What follows belongs to an exercise in optimizing a design on an open flow for small area, a short achievable clock period and few clock cycles; a production flow would make more cautious choices. At most, simulation tests tie the RTL to the original design; equivalence was not proved. The RTL of run 1 was laid out without a check of its function.

<file path="flow/config.mk">
export PLATFORM = sky130hd
export DESIGN_NAME = page_codec
export DESIGN_NICKNAME = page_codec
export VERILOG_FILES = /design/flow/design.v
export SDC_FILE = /design/flow/constraint.sdc
export NUM_CORES = 4
export LEC_CHECK = 0
export ABC_CLOCK_PERIOD_IN_PS = 3000
export CAP_MARGIN = 20
export CORE_MARGIN = 2
export CORE_UTILIZATION = 40
export PLACE_DENSITY = 0.6
export SLEW_MARGIN = 20
</file>
<file path="flow/constraint.sdc">
create_clock -name core_clock -period 10.0 [get_ports {clk}]
set_input_delay 2.0000 -clock core_clock [delete_from_list [all_inputs] [get_ports {clk}]]
set_output_delay 2.0000 -clock core_clock [all_outputs]
set_load 0.01 [all_outputs]
</file>
<file path="flow/design.v">
module light_dec (
    input  wire [23:0] stored,
    output reg  [17:0] data,
    output reg  [2:0]  status
);
    localparam [2:0] ST_OK     = 3'd0;   
    localparam [2:0] ST_CHECK  = 3'd1;   
    localparam [2:0] ST_DATA   = 3'd2;   
    localparam [2:0] ST_POISON = 3'd3;   
    localparam [2:0] ST_UNCORR = 3'd4;   
    localparam [17:0] M0 = 18'h003FF;
    localparam [17:0] M1 = 18'h0FC0F;
    localparam [17:0] M2 = 18'h31C71;
    localparam [17:0] M3 = 18'h36592;
    localparam [17:0] M4 = 18'h1AAA4;
    localparam [17:0] M5 = 18'h2D348;
    wire [17:0] d = stored[17:0];
    wire [5:0]  recomputed = {^(d & M5), ^(d & M4), ^(d & M3),
                              ^(d & M2), ^(d & M1), ^(d & M0)};
    wire [5:0]  syn = stored[23:18] ^ recomputed;
    function [5:0] column(input integer bit_i);
        column = {M5[bit_i], M4[bit_i], M3[bit_i], M2[bit_i], M1[bit_i], M0[bit_i]};
    endfunction
    integer i;
    reg     hit;
    always @(*) begin
        data   = d;
        status = ST_UNCORR;
        hit    = 1'b0;
        if (syn == 6'd0) begin
            status = ST_OK;
        end else if (syn == 6'b000011) begin
            status = ST_POISON;
        end else if (syn == 6'b000001 || syn == 6'b000010 || syn == 6'b000100 ||
                     syn == 6'b001000 || syn == 6'b010000 || syn == 6'b100000) begin
            status = ST_CHECK;
        end else begin
            for (i = 0; i < 18; i = i + 1) begin
                if (syn == column(i)) begin
                    data[i] = ~d[i];
                    hit     = 1'b1;
                end
            end
            if (hit)
                status = ST_DATA;
        end
    end
endmodule
module page_codec (
    input  wire         clk,
    input  wire         rst,         
    input  wire         in_valid,
    output wire         in_ready,
    input  wire [23:0]  in_word,
    output reg          w_valid,
    output reg  [17:0]  w_data,
    output reg  [2:0]   w_status,
    output reg          pg_done,
    output wire [287:0] pg_check,    
    output wire [287:0] pg_syn,      
    output reg          pg_nz,       
    output wire [7:0]   pg_uncorr    
);
    localparam NCHK = 32;
    function [8:0] gf_mul(input [8:0] a, input [8:0] b);
        integer k;
        reg [8:0] acc, sh;
        begin
            acc = 9'd0;
            sh  = a;
            for (k = 0; k < 9; k = k + 1) begin
                if (b[k])
                    acc = acc ^ sh;
                sh = {sh[7:0], 1'b0} ^ (sh[8] ? 9'h011 : 9'h000);
            end
            gf_mul = acc;
        end
    endfunction
    function [8:0] gen_coef(input integer i);
        case (i)
             1: gen_coef = 9'h197;  2: gen_coef = 9'h02D;  3: gen_coef = 9'h008;  4: gen_coef = 9'h186;
             5: gen_coef = 9'h0DB;  6: gen_coef = 9'h1B0;  7: gen_coef = 9'h085;  8: gen_coef = 9'h143;
             9: gen_coef = 9'h19E; 10: gen_coef = 9'h1E8; 11: gen_coef = 9'h067; 12: gen_coef = 9'h0A8;
            13: gen_coef = 9'h03D; 14: gen_coef = 9'h1BD; 15: gen_coef = 9'h063; 16: gen_coef = 9'h193;
            17: gen_coef = 9'h0BA; 18: gen_coef = 9'h01C; 19: gen_coef = 9'h130; 20: gen_coef = 9'h1C9;
            21: gen_coef = 9'h1C6; 22: gen_coef = 9'h146; 23: gen_coef = 9'h09A; 24: gen_coef = 9'h036;
            25: gen_coef = 9'h1C4; 26: gen_coef = 9'h0DF; 27: gen_coef = 9'h179; 28: gen_coef = 9'h0A7;
            29: gen_coef = 9'h05E; 30: gen_coef = 9'h04B; 31: gen_coef = 9'h0BC; 32: gen_coef = 9'h04E;
            default: gen_coef = 9'h000;
        endcase
    endfunction
    function [8:0] alpha_pow(input integer j);
        integer k;
        reg [8:0] a;
        begin
            a = 9'h001;
            for (k = 0; k < j; k = k + 1)
                a = {a[7:0], 1'b0} ^ (a[8] ? 9'h011 : 9'h000);
            alpha_pow = a;
        end
    endfunction
    assign in_ready = 1'b1;
    reg  [23:0] in_r;
    reg         in_v;
    reg  [7:0]  in_idx;                    
    always @(posedge clk) begin
        in_r <= in_word;
        if (rst) begin
            in_v   <= 1'b0;
            in_idx <= 8'd0;
        end else begin
            in_v <= in_valid;
            if (in_v)
                in_idx <= (in_idx == 8'd239) ? 8'd0 : in_idx + 8'd1;
        end
    end
    wire [17:0] dec_data;
    wire [2:0]  dec_status;
    light_dec u_dec (.stored(in_r), .data(dec_data), .status(dec_status));
    reg first_word, last_word, data_word;   
    reg cont_word;                          
    reg [8:0] fb_pre;                       
    always @(posedge clk) begin
        w_data     <= dec_data;
        w_status   <= dec_status;
        fb_pre     <= dec_data[17:9] ^ gf_mul(dec_data[8:0], gen_coef(1));
        first_word <= (in_idx == 8'd0);
        cont_word  <= (in_idx != 8'd0);
        last_word  <= (in_idx == 8'd239);
        data_word  <= (in_idx < 8'd224);
        if (rst)
            w_valid <= 1'b0;
        else
            w_valid <= in_v;
    end
    wire       accept = w_valid;
    wire [8:0] sym_lo = w_data[8:0];       
    wire [8:0] sym_hi = w_data[17:9];      
    reg  [8:0] rem     [0:NCHK-1];
    wire [8:0] rem_nxt [0:NCHK-1];
    wire [8:0] prod_lo [1:NCHK];            
    wire [8:0] prod_hi [1:NCHK];            
    wire [8:0] rem0  = cont_word ? rem[0] : 9'd0;
    reg  [8:0] rem0g;                       
    wire [8:0] rem1  = cont_word ? (rem[1] ^ rem0g) : 9'd0;
    wire [8:0] fb_lo = sym_lo ^ rem0;
    wire [8:0] fb_hi = fb_pre ^ rem1;
    genvar gi;
    generate
        for (gi = 1; gi <= NCHK; gi = gi + 1) begin : g_prod
            assign prod_lo[gi] = gf_mul(fb_lo, gen_coef(gi));
            assign prod_hi[gi] = gf_mul(fb_hi, gen_coef(gi));
        end
        wire [8:0] rem0g_nxt = gf_mul(first_word ? 9'd0 : rem[2], gen_coef(1)) ^
                               gf_mul(fb_lo, gf_mul(gen_coef(2), gen_coef(1))) ^
                               gf_mul(fb_hi, gf_mul(gen_coef(1), gen_coef(1)));
        always @(posedge clk) begin
            if (accept && data_word)
                rem0g <= rem0g_nxt;
        end
        for (gi = 0; gi < NCHK; gi = gi + 1) begin : g_enc
            if (gi < NCHK - 2) begin : g_shift
                assign rem_nxt[gi] = (first_word ? 9'd0 : rem[gi + 2]) ^
                                     prod_lo[gi + 2] ^ prod_hi[gi + 1];
            end else if (gi == NCHK - 2) begin : g_last2
                assign rem_nxt[gi] = prod_lo[gi + 2] ^ prod_hi[gi + 1];
            end else begin : g_last
                assign rem_nxt[gi] = prod_hi[gi + 1];
            end
            always @(posedge clk) begin
                if (accept && data_word)
                    rem[gi] <= rem_nxt[gi];
            end
        end
        for (gi = 0; gi < NCHK / 2; gi = gi + 1) begin : g_chk_out
            assign pg_check[18*gi +: 18] = {rem[2*gi + 1], rem[2*gi]};
        end
    endgenerate
    reg  [8:0] syn [0:NCHK-1];
    wire [NCHK*9-1:0] syn_nxt_all;
    generate
        for (gi = 0; gi < NCHK; gi = gi + 1) begin : g_syn
            wire [8:0] s_mul = first_word ? 9'd0 : gf_mul(syn[gi], alpha_pow(2 * gi));
            wire [8:0] s_nxt = s_mul ^ gf_mul(sym_lo, alpha_pow(gi)) ^ sym_hi;
            assign syn_nxt_all[9*gi +: 9] = s_nxt;
            always @(posedge clk) begin
                if (accept)
                    syn[gi] <= s_nxt;
            end
            assign pg_syn[9*gi +: 9] = syn[gi];
        end
    endgenerate
    reg  [7:0] uncorr_cnt;
    wire       is_uncorr = (w_status == 3'd4);
    always @(posedge clk) begin
        if (accept) begin
            uncorr_cnt <= (first_word ? 8'd0 : uncorr_cnt) + {7'd0, is_uncorr};
            if (last_word)
                pg_nz <= |syn_nxt_all;
        end
        if (rst)
            pg_done <= 1'b0;
        else
            pg_done <= accept && last_word;
    end
    assign pg_uncorr = uncorr_cnt;
endmodule
</file>
<file path="flow/flow/run.sh">
#!/bin/bash
# Standard ORFS layout, with every port buffered by a small, fast buffer
# (sky130_fd_sc_hd__buf_1) instead of the resizer's default choice.
set -euo pipefail
export BUFFER_PORTS_ARGS="-buffer_cell sky130_fd_sc_hd__buf_1"
export SETUP_SLACK_MARGIN=6
bash standard.sh > standard_flow.log 2>&1
</file>
<file path="flow/standard.sh">
#!/bin/bash
# synth_recipe.tcl (not shown) runs the flow's synth.tcl, then flattens the netlist and writes it again
# the make line also repeats each setting of config.mk as NAME=value (left out here)
make -C /OpenROAD-flow-scripts/flow DESIGN_CONFIG=/design/flow/config.mk WORK_HOME=/design/flow/orfs CLKGATE_MAP_FILE= SYNTH_SCRIPT=/design/flow/synth_recipe.tcl "${@:-finish}"
</file>
==> flow_summary.json, run 1 <==
{
  "place_congestion": 1.00,
  "reg2regPathDepth": 9,
  "start_util": 0.402,
  "skew_ns": 0.0454,
  "hpwl_mm": 160,
  "die_h_um": 351,
  "ant_nets": 0,
  "crit_chain": "buf_4 -> xor2_1 -> xnor2_1 -> or4b_2 -> or4_1 -> nor4_1 -> nand4_1 -> nor3b_2 -> nand4_1",
  "nets": 4941,
  "syn2layout_area_growth_pct": 17.0,
  "portBuffers": 634,
  "fmax_ghz": 0.240,
  "syn-num-nets": 4256,
  "cp_max_fo": 30,
  "ys.flop_type": "edfxtp_1",
  "syn_avg_cell_area_um2": 11.4,
  "status": "no timing/DRC/antenna violations",
  "hp-class": "reg2reg",
  "async_flop_share": 0,
  "dieArea_um2": 123000,
  "hold_path_startpoint": "in_idx[7]",
  "htree_levels": 3,
  "grtUsageTotal": 0.341,
  "clockBufferDepth": 3,
  "final_common_cell": "xnor2_1",
  "antenna_found_initial": 6,
  "grt_max_degree": 145,
  "drive_gt1_frac": 0.0886,
  "wl_mm": 215,
  "fill_cells": 11300,
  "grt_first_pass_wirelength_mm": 288,
  "path_common_cell": "nand4_1",
  "mostFrequentLayoutCells": "1891 x xnor2_1, 634 x buf_1, 594 x edfxtp_1, 377 x xor2_1, 261 x nor2_1",
  "cp.required_ns": 10.41,
  "holdPathEnd": "data_word",
  "drc_errors": 0,
  "crit_buf_inv": 1,
  "fin_tns_setup_ns": 0,
  "final_max_slew_viol_count": 0,
  "relSlewSlack": 0.184,
  "rows": 127,
  "drt_iter0_markers": 5074,
  "endpoint_kind": "flip-flop",
  "synthesis.area_um2": 48100,
  "reg2reg_from": "w_data[10]",
  "timing.final.crit_share": 0.417,
  "numCtsBuffers": 83,
  "cts_sinks": 663,
  "period_minus_slack_ns": 4.17,
  "dr.pass1.iters": 5,
  "crit_path_max_incr_delay_ns": 0.65,
  "ys_warn_count": 4,
  "synth_cell_types": 71,
  "synth_seq_cells": 663,
  "hold_depth": 1,
  "critPathLaunchType": "flip-flop",
  "slowest_stage": "or4b_2",
  "worstSkewPairLatency_ns": 0.69,
  "rr_endpoint": "pg_nz",
  "root_buffer": "clkbuf_16",
  "path_class": "reg2reg",
  "globalRoute.totalOverflow": 0,
  "via_per_inst": 5.44,
  "io_pins": 636,
  "rsz0062_at_grt": "true",
  "tightest_slew_ns": 1.22,
  "cp.arrival_ns": 4.58,
  "critical_path.top_delay_family": "simple AND/OR/NAND/NOR gates",
  "final_util": 0.471,
  "reg2reg_slack_ns": 5.83,
  "seq_area_frac_synth": 0.399,
  "tritoncts": "built",
  "final_hold_viol_count": 0,
  "die_w_um": 351,
  "register_area_um2": 19300,
  "path_clk_slew_ns": 0.06,
  "setup_viol": 0,
  "max_cap_violations": 0,
  "via_count": 35800,
  "core_um2": 120000,
  "drt-wirelength-per-cell_um": 32.6,
  "synth_edf_count": 594,
  "synthCells": 4225,
  "multi_input_area_um2": 28800,
  "grt_pass1_vias": 34400
}
## worst reg2reg max path: cells and delay by family, from the launching register on
family                 cells  cell delay (ns)
XOR/XNOR                   2             0.78
buffers and inverters      1             0.55
AND/OR/NAND/NOR            6             2.27
flip-flops                 1             0.31
## metal layers
metal,global-route usage,share of wire,wire (um)
met2,0.537,0.45,97400
met1,0.431,0.37,79700
met3,0.0822,0.11,24400
met5,0,0.00013,27
met4,0.184,0.063,13500
## what timing repair did
action                     CTS  global route
gates resized for setup     41            14
hold buffers                 0             0
buffers inserted            19             0
cloned                       0             0
pin swaps                    8             2
setup endpoints to repair  130            31
## registers in the layout, indices dropped and copies added, names as in the netlist, 3 cells and up
register and count:
in_idx 8, w_status 3, uncorr_cnt 8, in_r 24, w_data 18, rem0g 9, fb_pre 9, syn 288
rem 288
## area by class of cell
| class | instances | share of cell area |
|---|---|---|
| diodes | 1 | 0.0000444 |
| clock buffers | 106 | 0.0406 |
| clock inverters | 45 | 0.00626 |
| inverters | 16 | 0.00118 |
| multi-input cells | 3376 | 0.511 |
| flip-flops and latches | 663 | 0.342 |
| well taps | 1612 | 0.0358 |
| repair buffers | 770 | 0.0630 |
## metrics by stage
stage               worst slack (ns)  cell area (um2)  hold WS (ns)  instances
floorplan                       3.28            48100         0.428       4225
global route                    5.83            56300         0.507       6588
CTS                             5.88            56200         0.483       6588
finish                          5.83            56300         0.485       6589
detailed placement              4.69            53100         0.467       6418
global placement                4.80            53100         0.468       6418
## logic make-up (layout without fill, tap and decap cells)
kind of cell / after synthesis / count (layout) / synth area share
AO/OA/AOI/OAI: 61 / 61 / 0.00801
XOR/XNOR: 2471 / 2471 / 0.488
adder cells (fa/ha/maj): 4 / 4 / 0.00104
buffers and inverters: 186 / 937 / 0.0177
flip-flops: 663 / 663 / 0.399
multiplexers: 6 / 6 / 0.00148
other: 1 / 2 / 0.0000779
AND/OR/NAND/NOR: 833 / 833 / 0.0844
## cells in the mapped netlist (all sizes together) (3+ instances only)
library cell     n  share of area
xnor2         1980           0.37
edfxtp         594           0.37
xor2           426          0.084
nor2           261          0.020
nand2          218          0.017
nor2b          163          0.021
buf             99          0.011
clkbuf          71         0.0055
dfxtp           69          0.029
xnor3           55          0.026
nor4            52         0.0068
nor3            35         0.0037
a21oi           21         0.0025
inv             15         0.0012
and2            14         0.0019
o21ai           14         0.0015
nand3           13         0.0014
nand4           11         0.0014
xor3            10         0.0049
o22ai            9         0.0012
or4              9         0.0014
nor3b            8         0.0012
or3              8         0.0010
nand2b           7        0.00096
and3             6        0.00078
a21o             4        0.00062
ha               4         0.0010
nand4b           4        0.00073
or2              4        0.00057
or4b             4        0.00083
a22oi            3        0.00047
mux2             3        0.00070
mux2i            3        0.00078
nor4b            3        0.00055
nor4bb           3        0.00062
## worst max path at each step
stage	from	to	cells after the start
finish	w_data[10]	pg_nz	9
global route	w_data[0]	pg_nz	10
CTS	w_data[15]	pg_nz	10
detailed placement	w_data[6]	pg_nz	9
global placement	w_data[6]	pg_nz	9
floorplan	w_valid	rem0g[0]	1
==> run 2, diff against run 1 <==
--- a/flow/design.v
+++ b/flow/design.v
@@ -59,5 +59,5 @@
     output wire [287:0] pg_check,    
     output wire [287:0] pg_syn,      
-    output reg          pg_nz,       
+    output wire         pg_nz,       
     output wire [7:0]   pg_uncorr    
 );
@@ -119,12 +119,16 @@
     light_dec u_dec (.stored(in_r), .data(dec_data), .status(dec_status));
     reg first_word, last_word, data_word;   
-    reg cont_word;                          
+    reg chk_first;                          
+    reg fb_rem;                             
+    reg [8:0] fb_pre_lo;                    
     reg [8:0] fb_pre;                       
     always @(posedge clk) begin
         w_data     <= dec_data;
         w_status   <= dec_status;
-        fb_pre     <= dec_data[17:9] ^ gf_mul(dec_data[8:0], gen_coef(1));
+        fb_pre_lo  <= (in_idx < 8'd224) ? dec_data[8:0] : 9'd0;
+        fb_pre     <= (in_idx < 8'd224) ? (dec_data[17:9] ^ gf_mul(dec_data[8:0], gen_coef(1))) : 9'd0;
+        fb_rem     <= (in_idx != 8'd0) && (in_idx < 8'd224);
+        chk_first  <= (in_idx == 8'd224);
         first_word <= (in_idx == 8'd0);
-        cont_word  <= (in_idx != 8'd0);
         last_word  <= (in_idx == 8'd239);
         data_word  <= (in_idx < 8'd224);
@@ -141,9 +145,7 @@
     wire [8:0] prod_lo [1:NCHK];            
     wire [8:0] prod_hi [1:NCHK];            
-    wire [8:0] rem0  = cont_word ? rem[0] : 9'd0;
     reg  [8:0] rem0g;                       
-    wire [8:0] rem1  = cont_word ? (rem[1] ^ rem0g) : 9'd0;
-    wire [8:0] fb_lo = sym_lo ^ rem0;
-    wire [8:0] fb_hi = fb_pre ^ rem1;
+    wire [8:0] fb_lo = fb_pre_lo ^ (fb_rem ? rem[0] : 9'd0);
+    wire [8:0] fb_hi = fb_pre    ^ (fb_rem ? (rem[1] ^ rem0g) : 9'd0);
     genvar gi;
     generate
@@ -156,5 +158,5 @@
                                gf_mul(fb_hi, gf_mul(gen_coef(1), gen_coef(1)));
         always @(posedge clk) begin
-            if (accept && data_word)
+            if (accept)
                 rem0g <= rem0g_nxt;
         end
@@ -164,10 +166,11 @@
                                      prod_lo[gi + 2] ^ prod_hi[gi + 1];
             end else if (gi == NCHK - 2) begin : g_last2
-                assign rem_nxt[gi] = prod_lo[gi + 2] ^ prod_hi[gi + 1];
+                assign rem_nxt[gi] = (data_word ? 9'd0 : rem[0]) ^
+                                     prod_lo[gi + 2] ^ prod_hi[gi + 1];
             end else begin : g_last
-                assign rem_nxt[gi] = prod_hi[gi + 1];
+                assign rem_nxt[gi] = (data_word ? 9'd0 : rem[1]) ^ prod_hi[gi + 1];
             end
             always @(posedge clk) begin
-                if (accept && data_word)
+                if (accept)
                     rem[gi] <= rem_nxt[gi];
             end
@@ -177,11 +180,16 @@
         end
     endgenerate
+    reg  nz_acc;
+    wire chk_diff = |{rem[1] ^ sym_hi, rem[0] ^ sym_lo};
+    always @(posedge clk) begin
+        if (accept && !data_word)
+            nz_acc <= (chk_first ? 1'b0 : nz_acc) | chk_diff;
+    end
+    assign pg_nz = nz_acc;
     reg  [8:0] syn [0:NCHK-1];
-    wire [NCHK*9-1:0] syn_nxt_all;
     generate
         for (gi = 0; gi < NCHK; gi = gi + 1) begin : g_syn
             wire [8:0] s_mul = first_word ? 9'd0 : gf_mul(syn[gi], alpha_pow(2 * gi));
             wire [8:0] s_nxt = s_mul ^ gf_mul(sym_lo, alpha_pow(gi)) ^ sym_hi;
-            assign syn_nxt_all[9*gi +: 9] = s_nxt;
             always @(posedge clk) begin
                 if (accept)
@@ -196,6 +204,4 @@
         if (accept) begin
             uncorr_cnt <= (first_word ? 8'd0 : uncorr_cnt) + {7'd0, is_uncorr};
-            if (last_word)
-                pg_nz <= |syn_nxt_all;
         end
         if (rst)
--- a/flow/flow/run.sh
+++ b/flow/flow/run.sh
@@ -4,4 +4,4 @@
 set -euo pipefail
 export BUFFER_PORTS_ARGS="-buffer_cell sky130_fd_sc_hd__buf_1"
-export SETUP_SLACK_MARGIN=6
+export SETUP_SLACK_MARGIN=7
 bash standard.sh > standard_flow.log 2>&1
==> run 2 against run 1 <==
  * Largest cell class unchanged
  * Fmax rose by 18%
  * Critical path depth shrank 7
  * Still clean on timing, DRC and antenna
==> flow_summary.json, run 2 <==
{
  "dr.pass1.iters": 6,
  "ant_nets": 0,
  "path_clk_slew_ns": 0.06,
  "portBuffers": 634,
  "final_max_slew_viol_count": 0,
  "tritoncts": "built",
  "root_buffer": "clkbuf_16",
  "final_common_cell": "xnor2_1",
  "via_count": 38900,
  "cp.required_ns": 8.00,
  "hpwl_mm": 148,
  "rows": 125,
  "tightest_slew_ns": 1.21,
  "timing.final.crit_share": 0.354,
  "fill_cells": 9339,
  "post-synth-top-area-cell": "edfxtp_1",
  "clockBufferDepth": 3,
  "grtUsageTotal": 0.347,
  "cp.arrival_ns": 1.54,
  "synth_seq_cells": 673,
  "critPathLaunchType": "flip-flop",
  "globalRoute.totalOverflow": 0,
  "ys.flop_type": "edfxtp_1",
  "place_area_um2": 52100,
  "synth_area_leaders": "edfxtp_1 38%, xnor2_1 37%, xor2_1 8.6%",
  "fmax_ghz": 0.282,
  "final_hold_viol_count": 0,
  "skew_ns": 0.0508,
  "cts_sinks": 673,
  "grt_max_degree": 180,
  "wl_mm": 222,
  "numCtsBuffers": 85,
  "fin_tns_setup_ns": 0,
  "die_w_um": 347,
  "via_per_inst": 5.28,
  "synthCells": 4117,
  "die_h_um": 347,
  "cp_max_fo": 2,
  "max_cap_violations": 0,
  "rsz0062_at_grt": "true",
  "synthesis.area_um2": 47000,
  "synthXorXnorAreaFrac": 0.486,
  "final_util": 0.599,
  "seq_area_frac_synth": 0.413,
  "core_um2": 116000,
  "synth_cell_types": 56,
  "worstSkewPairLatency_ns": 0.70,
  "grt_first_pass_wirelength_mm": 292,
  "syn-num-nets": 4148,
  "postLayoutCellArea_um2": 69700,
  "place_congestion": 1.01,
  "synth_compound_area_frac": 0.00234,
  "yosys.area_share.simple": 0.0800,
  "hp-class": "reg2reg",
  "ctsHoldBuffers": 0,
  "top_regs": "rem: 288 flops, syn: 288 flops, in_r: 24 flops",
  "synthMuxAreaShare": 0.00170,
  "synth_fa_ha_area_frac": 0.00107,
  "synth_top_family_by_area": "XOR/XNOR gates",
  "synth_commonest_cells": "1971 x xnor2_1, 594 x edfxtp_1, 462 x xor2_1",
  "grt_pass1_vias": 36500,
  "multi_input_area_um2": 31200,
  "nets": 5811,
  "syn2layout_area_growth_pct": 48.3,
  "drc_errors": 0,
  "syn_avg_cell_area_um2": 11.4,
  "period_minus_slack_ns": 3.54,
  "mostFrequentLayoutCells": "1766 x xnor2_1, 918 x buf_4, 594 x edfxtp_1, 346 x xor2_1, 316 x clkbuf_2",
  "endpoint_kind": "output port",
  "htree_levels": 3,
  "register_area_um2": 19500,
  "path_class": "reg2out",
  "synth_edf_count": 594,
  "yosysMostFrequentCell": "xnor2_1",
  "drt_iter0_markers": 5446,
  "setup_viol": 0,
  "status": "no timing/DRC/antenna violations",
  "drt-wirelength-per-cell_um": 30.1,
  "dieArea_um2": 120000,
  "relSlewSlack": 0.187,
  "start_util": 0.404,
  "io_pins": 636,
  "antenna_found_initial": 8,
  "ys_warn_count": 4,
  "drive_gt1_frac": 0.376,
  "async_flop_share": 0,
  "synth_top_area_share": 0.380
}
run 2: changes by cell type after synthesis, moves of 13 or more:
cell	change
xnor3_1	-41
a21oi_1	-15
nand2_1	-182
xnor2_2	-24
nor4_1	-50
nor3_1	-23
nor2b_1	+27
xor2_1	+69
clkbuf_1	+24
buf_1	-13
nor2_1	+40
xnor2_1	+52
nand2b_1	+139
run 2: path summary, 6_finish.rpt:
check | from | end | slack (ns) | cells after the start
worst max register to register | rem[1][3] | rem[14][0] | 6.64 | 13
worst max-delay path | rem[0][0] | pg_check[0] | 6.46 | 2
worst min register to register | in_idx[6] | in_idx[6] | 0.52 | 2
worst min-delay path | in_idx[6] | in_idx[6] | 0.52 | 2
run 2: what timing repair did:
item                                     CTS  global route
gates resized for setup                  869           651
endpoints found under the setup margin  1298          1241
gates cloned                               7             5
pin swaps                                 68           117
buffers inserted                         621           347
run 2: layout make-up:
cell class	instances	area share
antenna	2	0.0000719
clock buffer	107	0.0327
clock inverter	50	0.00993
inverter	13	0.000701
multi-input combinational	3272	0.448
sequential	673	0.280
tap	1524	0.0274
timing repair buffer	1735	0.201
run 2: routing by layer:
layer  track usage  up-vias  wire (um)
li1              -    16300          -
met1         0.445    19100      82400
met2         0.531     2756      97200
met3        0.0918      714      26900
met4         0.195       10      15500
met5             0        -         56
run 2: worst max-delay path, stage by stage, from the launching register on:
cell and delay (ns):
edfxtp_1 0.52, buf_6 0.20, buf_6 0.12
run 2: metrics by stage:
step	setup slack (ns)	cells	hold WS, ns
floorplan	3.77	4117	0.437
global placement	5.16	6233	0.495
finish	6.46	7376	0.519
detailed placement	5.38	6237	0.514
global route	6.48	7374	0.573
CTS	6.47	7022	0.522
run 2: kinds of logic after synthesis:
family,count (synthesis)
adder cells (fa/ha/maj),4
other,1
multiplexers,6
buffers and inverters,172
XOR/XNOR,2509
AND/OR/NAND/NOR,734
flip-flops,673
AO/OA/AOI/OAI,18
Testbench counts of run 2, summed over its fixed seeds: cycles 30,744.
==> run 3, diff against run 2 <==
--- a/flow/flow/run.sh
+++ b/flow/flow/run.sh
@@ -4,4 +4,4 @@
 set -euo pipefail
 export BUFFER_PORTS_ARGS="-buffer_cell sky130_fd_sc_hd__buf_1"
-export SETUP_SLACK_MARGIN=7
+export SETUP_SLACK_MARGIN=6.5
 bash standard.sh > standard_flow.log 2>&1
==> run 3 against run 2 <==
  * Still clean
  * Critical path depth up 7
  * Register-to-register slack worse by 0.23 ns
  * Non-clock buffer count down 911
  * Sequential cell count unchanged
  * Fmax down 1.4%
  * Clock-buffer cell count unchanged
  * Critical endpoint is now rem[28][3]
==> flow_summary.json, run 3 <==
{
  "via_count": 34200,
  "numCtsBuffers": 84,
  "htree_levels": 3,
  "clockBufferDepth": 3,
  "syn-num-nets": 4148,
  "critPathLaunchType": "flip-flop",
  "crit_cells": 9,
  "critical_path.top_delay_family": "XOR/XNOR gates",
  "mostFrequentLayoutCells": "1914 x xnor2_1, 615 x buf_1, 594 x edfxtp_1, 406 x xor2_1, 301 x nor2_1",
  "synthCells": 4117,
  "rsz0062_at_grt": "true",
  "via_per_inst": 5.30,
  "io_pins": 636,
  "tightest_slew_ns": 1.20,
  "grt_pass1_vias": 32700,
  "cp.arrival_ns": 3.94,
  "synth_edf_count": 594,
  "syn_avg_cell_area_um2": 11.4,
  "period_minus_slack_ns": 3.59,
  "path_clk_slew_ns": 0.06,
  "wl_mm": 203,
  "synthesis.area_um2": 47000,
  "synth_top_area_share": 0.380,
  "hold_depth": 2,
  "grt_first_pass_wirelength_mm": 274,
  "die_w_um": 347,
  "cp-startpoint": "rem[1][1]",
  "core_um2": 116000,
  "slowest_stage": "xnor2_1",
  "relSlewSlack": 0.200,
  "synth_area_leaders": "edfxtp_1 38%, xnor2_1 37%, xor2_1 8.6%",
  "synth_cell_types": 56,
  "fmax_ghz": 0.278,
  "cts_sinks": 673,
  "nets": 4899,
  "dr.pass1.iters": 6,
  "crit_path_max_incr_delay_ns": 0.75,
  "dieArea_um2": 120000,
  "reg2regPathDepth": 9,
  "reg2reg_from": "rem[1][1]",
  "ant_nets": 0,
  "syn2layout_area_growth_pct": 20.2,
  "worstSkewPairLatency_ns": 0.69,
  "path_class": "reg2reg",
  "hold_path_startpoint": "in_idx[6]",
  "grtUsageTotal": 0.328,
  "cp_max_fo": 14,
  "ctsHoldBuffers": 0,
  "max_cap_violations": 0,
  "fin_tns_setup_ns": 0,
  "post-synth-top-area-cell": "edfxtp_1",
  "place_area_um2": 52100,
  "top_regs": "rem: 288 flops, syn: 288 flops, in_r: 24 flops",
  "timing.final.crit_share": 0.359,
  "cp.required_ns": 10.34,
  "async_flop_share": 0,
  "drt-wirelength-per-cell_um": 31.5,
  "start_util": 0.404,
  "rows": 125,
  "synth_commonest_cells": "1971 x xnor2_1, 594 x edfxtp_1, 462 x xor2_1",
  "skew_ns": 0.0435,
  "antenna_found_initial": 6,
  "seq_area_frac_synth": 0.413,
  "final_hold_viol_count": 0,
  "grt_max_degree": 174,
  "status": "no timing/DRC/antenna violations",
  "ys_warn_count": 4,
  "root_buffer": "clkbuf_16",
  "crit_buf_inv": 2,
  "yosysMostFrequentCell": "xnor2_1",
  "final_max_slew_viol_count": 0,
  "endpoint_kind": "flip-flop",
  "drc_errors": 0,
  "portBuffers": 634,
  "crit_chain": "xor2_1 -> nand2_1 -> xor2_4 -> buf_4 -> xnor2_2 -> buf_4 -> xor2_2 -> xnor2_1 -> xnor2_1",
  "postLayoutCellArea_um2": 56500,
  "hpwl_mm": 147,
  "setup_viol": 0,
  "drive_gt1_frac": 0.108,
  "die_h_um": 347,
  "hp-class": "reg2reg",
  "place_congestion": 0.970,
  "ys.flop_type": "edfxtp_1",
  "globalRoute.totalOverflow": 0,
  "synth_seq_cells": 673,
  "tritoncts": "built",
  "drt_iter0_markers": 4339,
  "final_common_cell": "xnor2_1"
}
## run 3: cells by family (layout without fill, tap and decap cells)
group / Yosys count / in the layout / synth area share
AO/OA/AOI/OAI: 18 / 18 / 0.00234
buffers and inverters: 172 / 984 / 0.0155
flip-flops: 673 / 673 / 0.413
multiplexers: 6 / 6 / 0.00170
AND/OR/NAND/NOR: 734 / 734 / 0.0800
adder cells (fa/ha/maj): 4 / 4 / 0.00107
other: 1 / 2 / 0.0000798
XOR/XNOR: 2509 / 2509 / 0.486
## run 3: area by class of cell
cell class	instances	area, um2
Antenna cell	1	2.50
Clock buffer	107	2250
Clock inverter	40	297
Fill cell	10900	59900
Inverter	13	48.8
Multi-Input combinational cell	3272	28200
Sequential cell	673	19400
Tap cell	1524	1910
Timing Repair Buffer	824	4300
## run 3: tightest hold or removal path, stage by stage (launching register included)
cell	delay, ns
dfxtp_1	0.33
o21ai_0	0.08
a21oi_1	0.06
## run 3: stage by stage
stage,instances,utilization,hold WS (ns),setup slack (ns)
after global placement,6237,0.447,0.495,5.30
after detailed placement,6238,0.447,0.507,5.65
final,6454,0.485,0.512,6.41
after CTS,6448,0.482,0.515,6.44
after global routing,6453,0.485,0.558,6.45
after floorplan,4117,-,0.437,3.77
## run 3: routing by layer
layer  global-route usage  up-vias  part of all wire
li1                     -    14500                 -
met3               0.0822      411              0.11
met1                0.439    17000              0.40
met4                0.159        4             0.054
met5              0.00840        -           0.00073
met2                0.495     2187              0.44
## run 3: path summary, 6_finish.rpt
check	end	slack (ns)
worst max-delay path	rem[28][3]	6.41
worst min-delay path	in_idx[6]	0.51
worst max register to register	rem[28][3]	6.41
worst min register to register	in_idx[6]	0.51
## run 3: what timing repair did
item                       4_1_cts  5_1_grt
setup endpoints to repair      270       79
buffers inserted                61        4
gates cloned                     2        1
resized for setup              129       55
hold endpoints to repair         0        0
pin swaps                        9        1
==> run 4, diff against run 3 <==
==> flow/flow/run.sh (replaced) <==
#!/bin/bash
# Standard ORFS layout, with every port buffered by a small, fast buffer
# (sky130_fd_sc_hd__buf_2) instead of the resizer's default choice.
set -euo pipefail
export BUFFER_PORTS_ARGS="-buffer_cell sky130_fd_sc_hd__buf_2"
export SETUP_SLACK_MARGIN=6.5
bash standard.sh > standard_flow.log 2>&1
--- a/flow/config.mk
+++ b/flow/config.mk
@@ -10,4 +10,6 @@
 export CORE_MARGIN = 2
 export CORE_UTILIZATION = 40
+export CTS_CLUSTER_DIAMETER = 100
+export CTS_CLUSTER_SIZE = 20
 export PLACE_DENSITY = 0.6
 export SLEW_MARGIN = 20
==> run 4 against run 3 <==
  * Setup slack got worse by 0.074 ns
  * Via count decreased by 1.4%
  * Sequential cell count unchanged
  * Cell count decreased by 1.0%
  * Area after synthesis unchanged
  * Still clean on timing, DRC and antenna
==> flow_summary.json, run 4 <==
{
  "status": "no timing/DRC/antenna violations",
  "timing.final.crit_share": 0.367,
  "die_h_um": 347,
  "synth_edf_count": 594,
  "die_w_um": 347,
  "antenna_cells": 0,
  "syn-num-nets": 4148,
  "period_minus_slack_ns": 3.67,
  "drc_errors": 0,
  "multi_input_area_um2": 28100,
  "synth_compound_area_frac": 0.00234,
  "io_pins": 636,
  "path_clk_slew_ns": 0.10,
  "dieArea_um2": 120000,
  "cp.arrival_ns": 4.11,
  "seq_area_frac_synth": 0.413,
  "tritoncts": "built",
  "hpwl_mm": 147,
  "core_um2": 116000,
  "postLayoutCellArea_um2": 56000,
  "fin_ws_ns": 6.33,
  "synth_cell_types": 56,
  "drt-wirelength-per-cell_um": 31.6,
  "max_cap_violations": 0,
  "antenna_found_initial": 7,
  "hold_slack_ns": 0.521,
  "post-synth-top-area-cell": "edfxtp_1",
  "nets": 4871,
  "hold_depth": 2,
  "final_hold_viol_count": 0,
  "synthCells": 4117,
  "rsz0062_at_grt": "true",
  "synth_fa_ha_area_frac": 0.00107,
  "fin_tns_setup_ns": 0,
  "reg2reg_from": "rem[0][5]",
  "ant_nets": 0,
  "yosysMostFrequentCell": "xnor2_1",
  "crit_buf_inv": 2,
  "register_area_um2": 19400,
  "pre_cts_ws_ns": 5.55,
  "crit_chain": "nand2_1 -> xor2_2 -> buf_4 -> xnor2_2 -> buf_4 -> xor2_1 -> xnor2_1 -> xnor2_1",
  "path_class": "reg2reg",
  "synth_area_leaders": "edfxtp_1 38%, xnor2_1 37%, xor2_1 8.6%",
  "fill_cells": 10900,
  "rows": 125,
  "critical_path.top_delay_family": "XOR/XNOR gates",
  "grt_max_degree": 194,
  "cts_sinks": 673,
  "reg2reg_slack_ns": 6.33,
  "skew_ns": 0.0582,
  "slowest_stage": "xor2_1",
  "syn2layout_area_growth_pct": 19.2,
  "place_congestion": 0.964,
  "wl_mm": 202,
  "grtUsageTotal": 0.325,
  "synth_top_family_by_area": "XOR/XNOR gates",
  "final_max_slew_viol_count": 0,
  "clockBufferDepth": 3,
  "synthesis.area_um2": 47000,
  "mostFrequentLayoutCells": "1922 x xnor2_1, 633 x buf_2, 594 x edfxtp_1, 410 x xor2_1, 301 x nor2_1",
  "place_area_um2": 52900,
  "grt_pass1_vias": 32400,
  "synth_seq_cells": 673,
  "syn_avg_cell_area_um2": 11.4,
  "setup_viol": 0,
  "crit_path_max_incr_delay_ns": 0.69,
  "numCtsBuffers": 43,
  "drive_gt1_frac": 0.224,
  "ys_warn_count": 4,
  "tightest_slew_ns": 1.23,
  "worstSkewPairLatency_ns": 0.69,
  "hold_path_startpoint": "in_idx[6]",
  "top_regs": "rem: 288 flops, syn: 288 flops, in_r: 24 flops",
  "portBuffers": 634,
  "cp-startpoint": "rem[0][5]",
  "fmax_ghz": 0.273,
  "critPathLaunchType": "flip-flop",
  "relSlewSlack": 0.179,
  "root_buffer": "clkbuf_16",
  "via_count": 33700,
  "cp_max_fo": 14,
  "holdPathEnd": "in_idx[6]",
  "grt_first_pass_wirelength_mm": 272,
  "dr.pass1.iters": 5,
  "synth_commonest_cells": "1971 x xnor2_1, 594 x edfxtp_1, 462 x xor2_1",
  "hp-class": "reg2reg",
  "htree_levels": 2,
  "cp.required_ns": 10.44,
  "via_per_inst": 5.27,
  "globalRoute.totalOverflow": 0,
  "reg2regPathDepth": 8,
  "drt_iter0_markers": 4278,
  "final_common_cell": "xnor2_1",
  "synth_top_area_share": 0.380,
  "final_util": 0.481,
  "start_util": 0.404,
  "yosys.area_share.simple": 0.0800,
  "synthMuxAreaShare": 0.00170,
  "rr_endpoint": "rem[23][2]",
  "async_flop_share": 0,
  "ys.flop_type": "edfxtp_1",
  "endpoint_kind": "flip-flop",
  "synthXorXnorAreaFrac": 0.486
}
run 4: through the flow:
step	cells
2_1_floorplan	4117
3_3_place_gp	6238
3_5_place_dp	6240
4_1_cts	6360
5_1_grt	6388
6_report	6388
run 4: cell type report:
cell class	count	share of cell area
inverter	13	0.000872
timing repair buffer	836	0.0919
sequential	673	0.347
multi-input combinational	3273	0.503
tap	1524	0.0341
clock inverter	18	0.00257
clock buffer	51	0.0203
run 4: routing by layer:
layer / vias up / global-route usage / wire (um)
met5: - / 0 / 29
met4: 4 / 0.136 / 10300
met3: 356 / 0.0770 / 20900
met2: 1970 / 0.501 / 89700
met1: 16900 / 0.436 / 81100
li1: 14400 / - / -
run 4: worst max path at each step:
stage                  to  cells after the start
2_1_floorplan     w_valid                      0
3_3_place_gp   rem[25][8]                      9
3_5_place_dp   rem[24][6]                     10
4_1_cts        rem[24][6]                     10
5_1_grt        rem[12][5]                     11
6_report       rem[23][2]                      8
run 4: worst reg2reg max path, delay by kind of cell (launching register included):
family / cells / cell delay [ns]
buffers and inverters: 2 / 0.89
DFF: 1 / 0.59
and+or+nand+nor: 1 / 0.19
xor gates and xnor gates: 5 / 1.75
run 4: cell families (layout without fill, tap and decap cells):
group	after synthesis	in the layout
AOI/OAI and AO/OA	18	18
adders and majority gates	4	4
xor gates and xnor gates	2509	2509
and+or+nand+nor	734	734
buffers and inverters	172	918
DFF	673	673
muxes	6	7
other	1	1
run 4: repair_timing:
| action | CTS | global route |
|---|---|---|
| gates resized for setup | 96 | 55 |
| gates cloned | 2 | 3 |
| hold buffers | 0 | 0 |
| pin swaps | 6 | 1 |
| endpoints found under the setup margin | 450 | 135 |
| buffers inserted | 49 | 25 |
==> run 5, diff against run 4 <==
--- a/flow/config.mk
+++ b/flow/config.mk
@@ -9,7 +9,5 @@
 export CAP_MARGIN = 20
 export CORE_MARGIN = 2
-export CORE_UTILIZATION = 40
-export CTS_CLUSTER_DIAMETER = 100
-export CTS_CLUSTER_SIZE = 20
-export PLACE_DENSITY = 0.6
+export CORE_UTILIZATION = 55
+export PLACE_DENSITY = 0.7
 export SLEW_MARGIN = 20
==> run 5 against run 4 <==
  * Critical path type unchanged
  * Sequential cell count unchanged
  * Non-clock buffer count is 14 lower
  * Largest cell class unchanged
  * Hold slack got worse by 0.049 ns
  * Cell count shrank 5.0%
  * Area after synthesis stayed put
  * Still clean on timing, DRC and antenna
==> flow_summary.json, run 5 <==
{
  "htree_levels": 3,
  "fill_cells": 6927,
  "core_um2": 84900,
  "dieArea_um2": 87800,
  "setup_viol": 0,
  "clockBufferDepth": 3,
  "seq_area_frac_synth": 0.413,
  "place_congestion": 1.03,
  "io_pins": 636,
  "status": "no timing/DRC/antenna violations",
  "relSlewSlack": 0.243,
  "nets": 4892,
  "final_common_cell": "xnor2_1",
  "cp_max_fo": 20,
  "via_count": 34300,
  "path_class": "reg2reg",
  "via_per_inst": 5.65,
  "grt_max_degree": 197,
  "dr.pass1.iters": 5,
  "ant_nets": 0,
  "syn-num-nets": 4148,
  "yosysMostFrequentCell": "xnor2_1",
  "synth_top_area_share": 0.380,
  "synth_cell_types": 56,
  "period_minus_slack_ns": 3.58,
  "synthesis.area_um2": 47000,
  "globalRoute.totalOverflow": 0,
  "slowest_stage": "xnor2_2",
  "post-synth-top-area-cell": "edfxtp_1",
  "antenna_found_initial": 7,
  "synth_area_leaders": "edfxtp_1 38%, xnor2_1 37%, xor2_1 8.6%",
  "drt-wirelength-per-cell_um": 31.6,
  "max_cap_violations": 0,
  "endpoint_kind": "flip-flop",
  "path_clk_slew_ns": 0.06,
  "async_flop_share": 0,
  "synthCells": 4117,
  "numCtsBuffers": 78,
  "die_w_um": 296,
  "skew_ns": 0.0266,
  "timing.final.crit_share": 0.358,
  "fin_tns_setup_ns": 0,
  "wl_mm": 192,
  "hp-class": "reg2reg",
  "grt_first_pass_wirelength_mm": 260,
  "syn_avg_cell_area_um2": 11.4,
  "tritoncts": "built",
  "grt_pass1_vias": 32900,
  "rsz0062_at_grt": "true",
  "final_hold_viol_count": 0,
  "start_util": 0.553,
  "synth_commonest_cells": "1971 x xnor2_1, 594 x edfxtp_1, 462 x xor2_1",
  "ctsHoldBuffers": 0,
  "mostFrequentLayoutCells": "1914 x xnor2_1, 634 x buf_2, 594 x edfxtp_1, 407 x xor2_1, 301 x nor2_1",
  "tightest_slew_ns": 1.13,
  "drt_iter0_markers": 4160,
  "critPathLaunchType": "flip-flop",
  "cp.arrival_ns": 3.95,
  "grtUsageTotal": 0.429,
  "synth_seq_cells": 673,
  "worstSkewPairLatency_ns": 0.65,
  "top_regs": "rem: 288 flops, syn: 288 flops, in_r: 24 flops",
  "hpwl_mm": 141,
  "drc_errors": 0,
  "fmax_ghz": 0.279,
  "die_h_um": 296,
  "ys.flop_type": "edfxtp_1",
  "final_max_slew_viol_count": 0,
  "crit_path_max_incr_delay_ns": 0.94,
  "crit_chain": "nand2_1 -> xor2_4 -> buf_6 -> xnor2_2 -> xnor2_1 -> xnor2_1 -> xnor2_1 -> xnor2_1",
  "portBuffers": 634,
  "ys_warn_count": 4,
  "cp.required_ns": 10.36,
  "cts_sinks": 673,
  "synth_edf_count": 594,
  "rows": 107,
  "path_common_cell": "xnor2_1",
  "drive_gt1_frac": 0.232,
  "root_buffer": "clkbuf_16",
  "syn2layout_area_growth_pct": 20.6
}
-- run 5: kinds of logic after synthesis --
family                   count (synthesis)  synth area share
adder cells (fa/ha/maj)                  4           0.00107
buffers and inverters                  172            0.0155
AO/OA/AOI/OAI                           18           0.00234
other                                    1         0.0000798
flip-flops                             673             0.413
AND/OR/NAND/NOR                        734            0.0800
multiplexers                             6           0.00170
XOR/XNOR                              2509             0.486
-- run 5: worst paths after layout --
kind	start	slack, ns	end	cells after the start
setup / recovery	rem[0][1]	6.42	rem[0][3]	8
hold / removal	last_word	0.47	pg_done	1
setup reg to reg	rem[0][1]	6.42	rem[0][3]	8
hold reg to reg	last_word	0.47	pg_done	1
-- run 5: timing repair --
| item | CTS | global route |
|---|---|---|
| pin swaps | 9 | 8 |
| gates resized for setup | 109 | 48 |
| setup buffers | 33 | 27 |
| gates cloned | 0 | 1 |
| endpoints found under the setup margin | 457 | 83 |
-- run 5: per-layer routing --
layer | up-vias | share of wire | wire, um | track usage
li1 | 14500 | - | - | -
met1 | 16900 | 0.37 | 70600 | 0.550
met2 | 2283 | 0.45 | 86900 | 0.673
met3 | 545 | 0.11 | 20500 | 0.0893
met4 | 4 | 0.071 | 13500 | 0.248
met5 | - | 0.00014 | 26 | 0
-- run 5: stage by stage --
stage	worst slack (ns)	util	instances	hold slack, ns	instance area, um2
after floorplan	3.77	-	4117	0.437	47000
after global placement	5.16	0.617	5860	0.459	52300
after detailed placement	5.43	0.618	5864	0.454	52400
after CTS	6.23	0.660	6036	0.479	56000
after global routing	6.41	0.667	6064	0.490	56600
final	6.42	0.667	6066	0.472	56600
-- run 5: cell type report --
cell class,count,area [um2],share of cell area
clock inverter,42,507,0.00895
antenna,2,5.00,0.0000884
timing repair buffer,822,4870,0.0860
clock buffer,97,2090,0.0368
multi-input combinational,3273,28200,0.499
tap,1144,1430,0.0253
sequential,673,19400,0.343
inverter,13,48.8,0.000862
-- run 5: critical path, delay by kind of cell, from the launching register on --
kind	cells	cell delay [ns]
XOR/XNOR	6	2.25
buffers and inverters	1	0.24
flip-flops	1	0.58
AND/OR/NAND/NOR	1	0.20
==> run 6, diff against run 5 <==
--- a/flow/design.v
+++ b/flow/design.v
@@ -142,33 +142,44 @@
     wire [8:0] sym_hi = w_data[17:9];      
     reg  [8:0] rem     [0:NCHK-1];
+    reg  [8:0] rem0g;                       
+    reg  [8:0] fbq_lo, fbq_hi;              
     wire [8:0] rem_nxt [0:NCHK-1];
-    wire [8:0] prod_lo [1:NCHK];            
-    wire [8:0] prod_hi [1:NCHK];            
-    reg  [8:0] rem0g;                       
+    wire [8:0] rem_full [2:NCHK+1];         
     wire [8:0] fb_lo = fb_pre_lo ^ (fb_rem ? rem[0] : 9'd0);
     wire [8:0] fb_hi = fb_pre    ^ (fb_rem ? (rem[1] ^ rem0g) : 9'd0);
     genvar gi;
     generate
-        for (gi = 1; gi <= NCHK; gi = gi + 1) begin : g_prod
-            assign prod_lo[gi] = gf_mul(fb_lo, gen_coef(gi));
-            assign prod_hi[gi] = gf_mul(fb_hi, gen_coef(gi));
-        end
-        wire [8:0] rem0g_nxt = gf_mul(first_word ? 9'd0 : rem[2], gen_coef(1)) ^
+        for (gi = 2; gi < NCHK; gi = gi + 1) begin : g_full
+            if (gi < NCHK - 1) begin : g_two
+                assign rem_full[gi] = rem[gi] ^ gf_mul(fbq_lo, gen_coef(gi + 2)) ^
+                                                gf_mul(fbq_hi, gen_coef(gi + 1));
+            end else begin : g_one
+                assign rem_full[gi] = rem[gi] ^ gf_mul(fbq_hi, gen_coef(gi + 1));
+            end
+        end
+        assign rem_full[NCHK]     = 9'd0;
+        assign rem_full[NCHK + 1] = 9'd0;
+        wire [8:0] full2 = first_word ? 9'd0 : rem_full[2];
+        wire [8:0] full3 = first_word ? 9'd0 : rem_full[3];
+        assign rem_nxt[0] = full2 ^ gf_mul(fb_lo, gen_coef(2)) ^ gf_mul(fb_hi, gen_coef(1));
+        assign rem_nxt[1] = full3 ^ gf_mul(fb_lo, gen_coef(3)) ^ gf_mul(fb_hi, gen_coef(2));
+        wire [8:0] rem0g_nxt = gf_mul(full2, gen_coef(1)) ^
                                gf_mul(fb_lo, gf_mul(gen_coef(2), gen_coef(1))) ^
                                gf_mul(fb_hi, gf_mul(gen_coef(1), gen_coef(1)));
+        for (gi = 2; gi < NCHK; gi = gi + 1) begin : g_lag
+            if (gi < NCHK - 2) begin : g_shift
+                assign rem_nxt[gi] = first_word ? 9'd0 : rem_full[gi + 2];
+            end else begin : g_wrap
+                assign rem_nxt[gi] = data_word ? 9'd0 : rem[gi - (NCHK - 2)];
+            end
+        end
         always @(posedge clk) begin
-            if (accept)
-                rem0g <= rem0g_nxt;
+            if (accept) begin
+                rem0g  <= rem0g_nxt;
+                fbq_lo <= fb_lo;
+                fbq_hi <= fb_hi;
+            end
         end
         for (gi = 0; gi < NCHK; gi = gi + 1) begin : g_enc
-            if (gi < NCHK - 2) begin : g_shift
-                assign rem_nxt[gi] = (first_word ? 9'd0 : rem[gi + 2]) ^
-                                     prod_lo[gi + 2] ^ prod_hi[gi + 1];
-            end else if (gi == NCHK - 2) begin : g_last2
-                assign rem_nxt[gi] = (data_word ? 9'd0 : rem[0]) ^
-                                     prod_lo[gi + 2] ^ prod_hi[gi + 1];
-            end else begin : g_last
-                assign rem_nxt[gi] = (data_word ? 9'd0 : rem[1]) ^ prod_hi[gi + 1];
-            end
             always @(posedge clk) begin
                 if (accept)
==> flow/flow/run.sh (replaced) <==
#!/bin/bash
# Standard ORFS layout, with every port buffered by a small, fast buffer
# (sky130_fd_sc_hd__buf_1) instead of the resizer's default choice.
set -euo pipefail
export BUFFER_PORTS_ARGS="-buffer_cell sky130_fd_sc_hd__buf_1"
export SETUP_SLACK_MARGIN=6.5
bash standard.sh > standard_flow.log 2>&1
--- a/flow/config.mk
+++ b/flow/config.mk
@@ -9,5 +9,5 @@
 export CAP_MARGIN = 20
 export CORE_MARGIN = 2
-export CORE_UTILIZATION = 55
-export PLACE_DENSITY = 0.7
+export CORE_UTILIZATION = 40
+export PLACE_DENSITY = 0.6
 export SLEW_MARGIN = 20
==> run 6 against run 5 <==
  * Sequential cell count up 18
  * Setup slack worse by 0.017 ns
  * Still clean
  * Non-clock buffer count shrank 19
==> flow_summary.json, run 6 <==
{
  "core_um2": 116000,
  "top_regs": "rem: 288 flops, syn: 288 flops, in_r: 24 flops",
  "max_cap_violations": 0,
  "clockBufferDepth": 3,
  "dieArea_um2": 120000,
  "htree_levels": 3,
  "grt_pass1_vias": 32700,
  "post-synth-top-area-cell": "edfxtp_1",
  "synth_cell_types": 47,
  "synth_area_leaders": "edfxtp_1 39%, xnor2_1 35%, xor2_1 12%",
  "path_class": "reg2reg",
  "yosysMostFrequentCell": "xnor2_1",
  "die_w_um": 346,
  "via_per_inst": 5.20,
  "pre_cts_ws_ns": 5.91,
  "synth_top_area_share": 0.392,
  "start_util": 0.403,
  "endpoint_kind": "flip-flop",
  "grt_max_degree": 142,
  "synthCells": 4196,
  "async_flop_share": 0,
  "place_congestion": 0.997,
  "ant_nets": 0,
  "hpwl_mm": 139,
  "crit_path_max_incr_delay_ns": 0.98,
  "dp.cells": 6312,
  "period_minus_slack_ns": 3.60,
  "seq_area_frac_synth": 0.426,
  "cts_sinks": 691,
  "multi_input_area_um2": 26800,
  "relSlewSlack": 0.188,
  "rows": 125,
  "drc_errors": 0,
  "grtUsageTotal": 0.305,
  "die_h_um": 346,
  "path_common_cell": "xnor2_1",
  "cp.arrival_ns": 3.99,
  "numCtsBuffers": 83,
  "portBuffers": 634,
  "wl_mm": 188,
  "antenna_cells": 0,
  "dr.pass1.iters": 5,
  "syn2layout_area_growth_pct": 18.1,
  "ys.flop_type": "edfxtp_1",
  "syn-num-nets": 4227,
  "root_buffer": "clkbuf_16",
  "worstSkewPairLatency_ns": 0.68,
  "timing.final.crit_share": 0.360,
  "ys_warn_count": 4,
  "drive_gt1_frac": 0.0860,
  "via_count": 33800,
  "final_hold_viol_count": 0,
  "io_pins": 636,
  "fill_cells": 10800,
  "globalRoute.totalOverflow": 0,
  "synth_commonest_cells": "1862 x xnor2_1, 645 x xor2_1, 612 x edfxtp_1",
  "path_clk_slew_ns": 0.06,
  "rsz0062_at_grt": "true",
  "fin_tns_setup_ns": 0,
  "synth_edf_count": 612,
  "skew_ns": 0.0313,
  "grt_first_pass_wirelength_mm": 258,
  "register_area_um2": 20000,
  "cp.required_ns": 10.39,
  "fin_ws_ns": 6.40,
  "slowest_stage": "xnor2_2",
  "critPathLaunchType": "flip-flop",
  "nets": 4944,
  "hp-class": "reg2reg",
  "drt-wirelength-per-cell_um": 28.9,
  "setup_viol": 0,
  "syn_avg_cell_area_um2": 11.2,
  "final_common_cell": "xnor2_1",
  "tritoncts": "built",
  "synth_seq_cells": 691,
  "final_max_slew_viol_count": 0,
  "crit_chain": "buf_4 -> xnor2_2 -> buf_4 -> xnor2_2 -> xnor2_1 -> xnor2_1 -> xnor2_1 -> nor2_1",
  "antenna_found_initial": 4,
  "drt_iter0_markers": 4067,
  "mostFrequentLayoutCells": "1827 x xnor2_1, 623 x xor2_1, 615 x buf_1, 612 x edfxtp_1, 557 x nor2_1",
  "fmax_ghz": 0.278,
  "status": "no timing/DRC/antenna violations",
  "tightest_slew_ns": 1.21,
  "cp_max_fo": 15,
  "layout.cells.non_filler": 6502,
  "synthesis.area_um2": 46900
}
-- run 6: cell count changes after synthesis, moves of 20 or more --
cell	delta
nor2_1	+257
xor2_1	+183
nor2b_1	-133
nand2b_1	-131
xnor2_1	-109
inv_1	+20
-- run 6: worst max-delay path: cells and delay by family, from the launching register on --
kind,cells,cell delay [ns]
and+or+nand+nor,1,0.05
DFF,1,0.33
buffers and inverters,2,0.69
xor gates and xnor gates,5,2.21
-- run 6: kinds of logic (layout without fill, tap and decap cells) --
kind of cell	after synthesis	count (layout)	share of synthesized area
muxes	4	4	0.000881
other	1	1	0.0000800
AOI/OAI and AO/OA	21	21	0.00312
DFF	691	691	0.426
adders and majority gates	4	4	0.00107
buffers and inverters	203	985	0.0171
and+or+nand+nor	719	719	0.0642
xor gates and xnor gates	2553	2553	0.488
-- run 6: area by class of cell --
| cell class | instances | area share |
|---|---|---|
| clock buffer | 107 | 0.0408 |
| clock inverter | 43 | 0.00814 |
| inverter | 32 | 0.00217 |
| multi-input combinational | 3302 | 0.484 |
| sequential | 691 | 0.361 |
| tap | 1524 | 0.0344 |
| timing repair buffer | 803 | 0.0697 |
-- run 6: worst paths after layout --
| kind | startpoint | to | slack, ns | depth (start not counted) |
|---|---|---|---|---|
| worst max-delay path | fbq_lo[5] | rem[2][4] | 6.40 | 8 |
| worst min-delay path | in_idx[7] | first_word | 0.49 | 1 |
| worst max register to register | fbq_lo[5] | rem[2][4] | 6.40 | 8 |
| worst min register to register | in_idx[7] | first_word | 0.49 | 1 |
-- run 6: metal layers --
metal  GRT usage  up-vias  part of all wire
met1       0.413    16800              0.41
met3      0.0711      370              0.10
met2       0.462     1942              0.44
met4       0.141        0             0.051
li1            -    14700                 -
met5           0        -                 0
-- run 6: metrics by stage --
step / utilization / hold WS (ns) / cell area, um2
global placement: 0.445 / 0.456 / 51700
global route: 0.476 / 0.513 / 55400
CTS: 0.474 / 0.494 / 55000
finish: 0.476 / 0.493 / 55400
detailed placement: 0.446 / 0.473 / 51800
floorplan: - / 0.437 / 46900
-- run 6: repair_timing --
| item | 4_1_cts | 5_1_grt |
|---|---|---|
| pin swaps | 3 | 5 |
| resized for setup | 52 | 39 |
| hold buffers | 0 | 0 |
| hold endpoints to repair | 0 | 0 |
| gates cloned | 1 | 0 |
| buffers inserted | 27 | 12 |
| endpoints found under the setup margin | 378 | 137 |
Testbench counts of run 6, summed over its fixed seeds: cycles 30,744.
==> run 7, diff against run 6 <==
--- a/flow/flow/run.sh
+++ b/flow/flow/run.sh
@@ -4,4 +4,4 @@
 set -euo pipefail
 export BUFFER_PORTS_ARGS="-buffer_cell sky130_fd_sc_hd__buf_1"
-export SETUP_SLACK_MARGIN=6.5
+export SETUP_SLACK_MARGIN=6.8
 bash standard.sh > standard_flow.log 2>&1
==> run 7 against run 6 <==
  * Final area up 15%
  * Synthesized cell count unchanged
  * Non-clock buffer count up 775
  * Via count rose by 10%
  * Fmax up 5.3%
  * Sequential share of layout area down 4.5 points
  * Hold slack lost 0.0079 ns
  * Clock-buffer cell count unchanged
  * Critical endpoint is now pg_check[19]
==> flow_summary.json, run 7 <==
{
  "nets": 5719,
  "multi_input_area_um2": 27300,
  "start_util": 0.403,
  "place_congestion": 0.997,
  "hpwl_mm": 139,
  "dieArea_um2": 120000,
  "async_flop_share": 0,
  "fin_tns_setup_ns": 0,
  "crit_buf_inv": 1,
  "path_class": "reg2out",
  "crit_chain": "buf_1",
  "synthCells": 4196,
  "setup_viol": 0,
  "synth_area_leaders": "edfxtp_1 39%, xnor2_1 35%, xor2_1 12%",
  "numCtsBuffers": 83,
  "ys_warn_count": 4,
  "fin_ws_ns": 6.58,
  "clockBufferDepth": 3,
  "drive_gt1_frac": 0.301,
  "tightest_slew_ns": 1.15,
  "mostFrequentLayoutCells": "1805 x xnor2_1, 909 x buf_4, 612 x edfxtp_1, 610 x xor2_1, 552 x nor2_1",
  "critical_path.top_delay_family": "flip-flops",
  "crit_path_max_incr_delay_ns": 0.54,
  "skew_ns": 0.0302,
  "register_area_um2": 20000,
  "wl_mm": 199,
  "synthesis.area_um2": 46900,
  "pre_cts_ws_ns": 5.91,
  "die_h_um": 346,
  "path_clk_slew_ns": 0.06,
  "io_pins": 636,
  "rsz0062_at_grt": "true",
  "synth_commonest_cells": "1862 x xnor2_1, 645 x xor2_1, 612 x edfxtp_1",
  "synth_edf_count": 612,
  "critPathLaunchType": "flip-flop",
  "syn-num-nets": 4227,
  "antenna_found_initial": 1,
  "drc_errors": 0,
  "seq_area_frac_synth": 0.426,
  "root_buffer": "clkbuf_16",
  "final_max_slew_viol_count": 0,
  "portBuffers": 634,
  "endpoint_kind": "output port",
  "die_w_um": 346,
  "core_um2": 116000,
  "grt_max_degree": 142,
  "cp_max_fo": 2,
  "fmax_ghz": 0.292,
  "rows": 125,
  "status": "no timing/DRC/antenna violations",
  "top_regs": "rem: 288 flops, syn: 288 flops, in_r: 24 flops",
  "grtUsageTotal": 0.320,
  "synth_seq_cells": 691,
  "tritoncts": "built",
  "htree_levels": 3,
  "post-synth-top-area-cell": "edfxtp_1",
  "slowest_stage": "edfxtp_1",
  "globalRoute.totalOverflow": 0,
  "ys.flop_type": "edfxtp_1",
  "hp-class": "reg2reg",
  "syn_avg_cell_area_um2": 11.2,
  "drt_iter0_markers": 4186,
  "via_per_inst": 5.13,
  "dr.pass1.iters": 7,
  "fill_cells": 10100,
  "grt_first_pass_wirelength_mm": 272,
  "period_minus_slack_ns": 3.42,
  "cp.arrival_ns": 1.42,
  "cp.required_ns": 8.00,
  "synth_top_area_share": 0.392,
  "timing.final.crit_share": 0.342,
  "antenna_cells": 0,
  "drt-wirelength-per-cell_um": 27.4,
  "syn2layout_area_growth_pct": 35.4,
  "max_cap_violations": 0,
  "relSlewSlack": 0.232,
  "ant_nets": 0,
  "yosysMostFrequentCell": "xnor2_1",
  "synth_cell_types": 47,
  "cts_sinks": 691,
  "worstSkewPairLatency_ns": 0.67,
  "via_count": 37300,
  "final_hold_viol_count": 0,
  "grt_pass1_vias": 35900,
  "final_common_cell": "xnor2_1"
}
==> run 7: cell counts after synthesis <==
No cell type changed its count.
==> run 7: final cells by class <==
cell class	count	share of cell area
well taps	1524	0.0301
clock inverters	43	0.00710
inverters	32	0.00189
repair buffers	1578	0.180
clock buffers	107	0.0356
multi-input cells	3302	0.430
flip-flops and latches	691	0.316
==> run 7: logic make-up (layout without fill, tap and decap cells) <==
logic type,after synthesis,after routing,share of synthesized area
buffers and inverters,203,1760,0.0171
adders and majority gates,4,4,0.00107
AOI/OAI and AO/OA,21,21,0.00312
muxes,4,4,0.000881
DFF,691,691,0.426
xor gates and xnor gates,2553,2553,0.488
and+or+nand+nor,719,719,0.0642
other,1,1,0.0000800
==> run 7: final timing paths <==
kind	end	start	slack, ns	cells after the start
worst min register to register	first_word	in_idx[7]	0.48	1
worst max register to register	rem0g[4]	fbq_lo[6]	6.67	11
worst min-delay path	first_word	in_idx[7]	0.48	1
worst max-delay path	pg_check[19]	rem[2][1]	6.58	1
==> run 7: per-stage QoR <==
stage / area [um2] / utilization / hold WS [ns] / std cells
6_report: 63400 / 0.546 / 0.485 / 7277
5_1_grt: 63400 / 0.546 / 0.511 / 7277
4_1_cts: 60900 / 0.524 / 0.494 / 7058
3_5_place_dp: 51800 / 0.446 / 0.473 / 6312
3_3_place_gp: 51700 / 0.445 / 0.456 / 6310
2_1_floorplan: 46900 / - / 0.437 / 4196
==> run 7: per-layer routing <==
layer | track usage | vias up | wire length [um]
met2 | 0.485 | 2247 | 87100
met3 | 0.0749 | 474 | 21200
li1 | - | 16300 | -
met4 | 0.171 | 0 | 12500
met1 | 0.423 | 18300 | 78400
met5 | 0 | - | 0
==> run 7: timing repair <==
| item | 4_1_cts | 5_1_grt |
|---|---|---|
| gates resized for setup | 579 | 397 |
| pin swaps | 13 | 15 |
| setup buffers | 595 | 219 |
| setup endpoints to repair | 1158 | 839 |
| hold buffers | 0 | 0 |
| hold endpoints to repair | 0 | 0 |
| gates cloned | 1 | 0 |

-- afterwards: timing with drivers on the ports --
No port has a modelled driver above. Below, the same layouts with a new extraction and two added sets of constraints. Step 1 (the two cells are an assumption about what drives the block):
set clk [get_ports {clk}]
set_driving_cell -lib_cell sky130_fd_sc_hd__clkbuf_16 $clk
set_driving_cell -lib_cell sky130_fd_sc_hd__buf_2 [delete_from_list [all_inputs] $clk]
Step 2 times the ports against the registers' clock, not the clock port: input delays grow and output delays shrink by t, the midpoint of the rising clock arrivals with the driver on. Slacks: ideal ports / drivers / drivers and shift; pairs: ideal ports / drivers.
run | t (ns) | setup WS [ns] | worst slew at a driven data input, ns
run 1 | 0.750 | 5.831 / 5.831 / 5.831 | 0.04
run 2 | 0.762 | 6.458 / 6.375 / 6.635 | 0.04
run 3 | 0.752 | 6.406 / 6.406 / 6.406 | 0.04
run 4 | 0.746 | 6.332 / 6.332 / 6.332 | 0.04
run 5 | 0.716 | 6.417 / 6.417 / 6.417 | 0.04
run 6 | 0.734 | 6.401 / 6.401 / 6.401 | 0.05
run 7 | 0.732 | 6.581 / 6.507 / 6.674 | 0.06
After both steps every run listed still meets setup and hold.
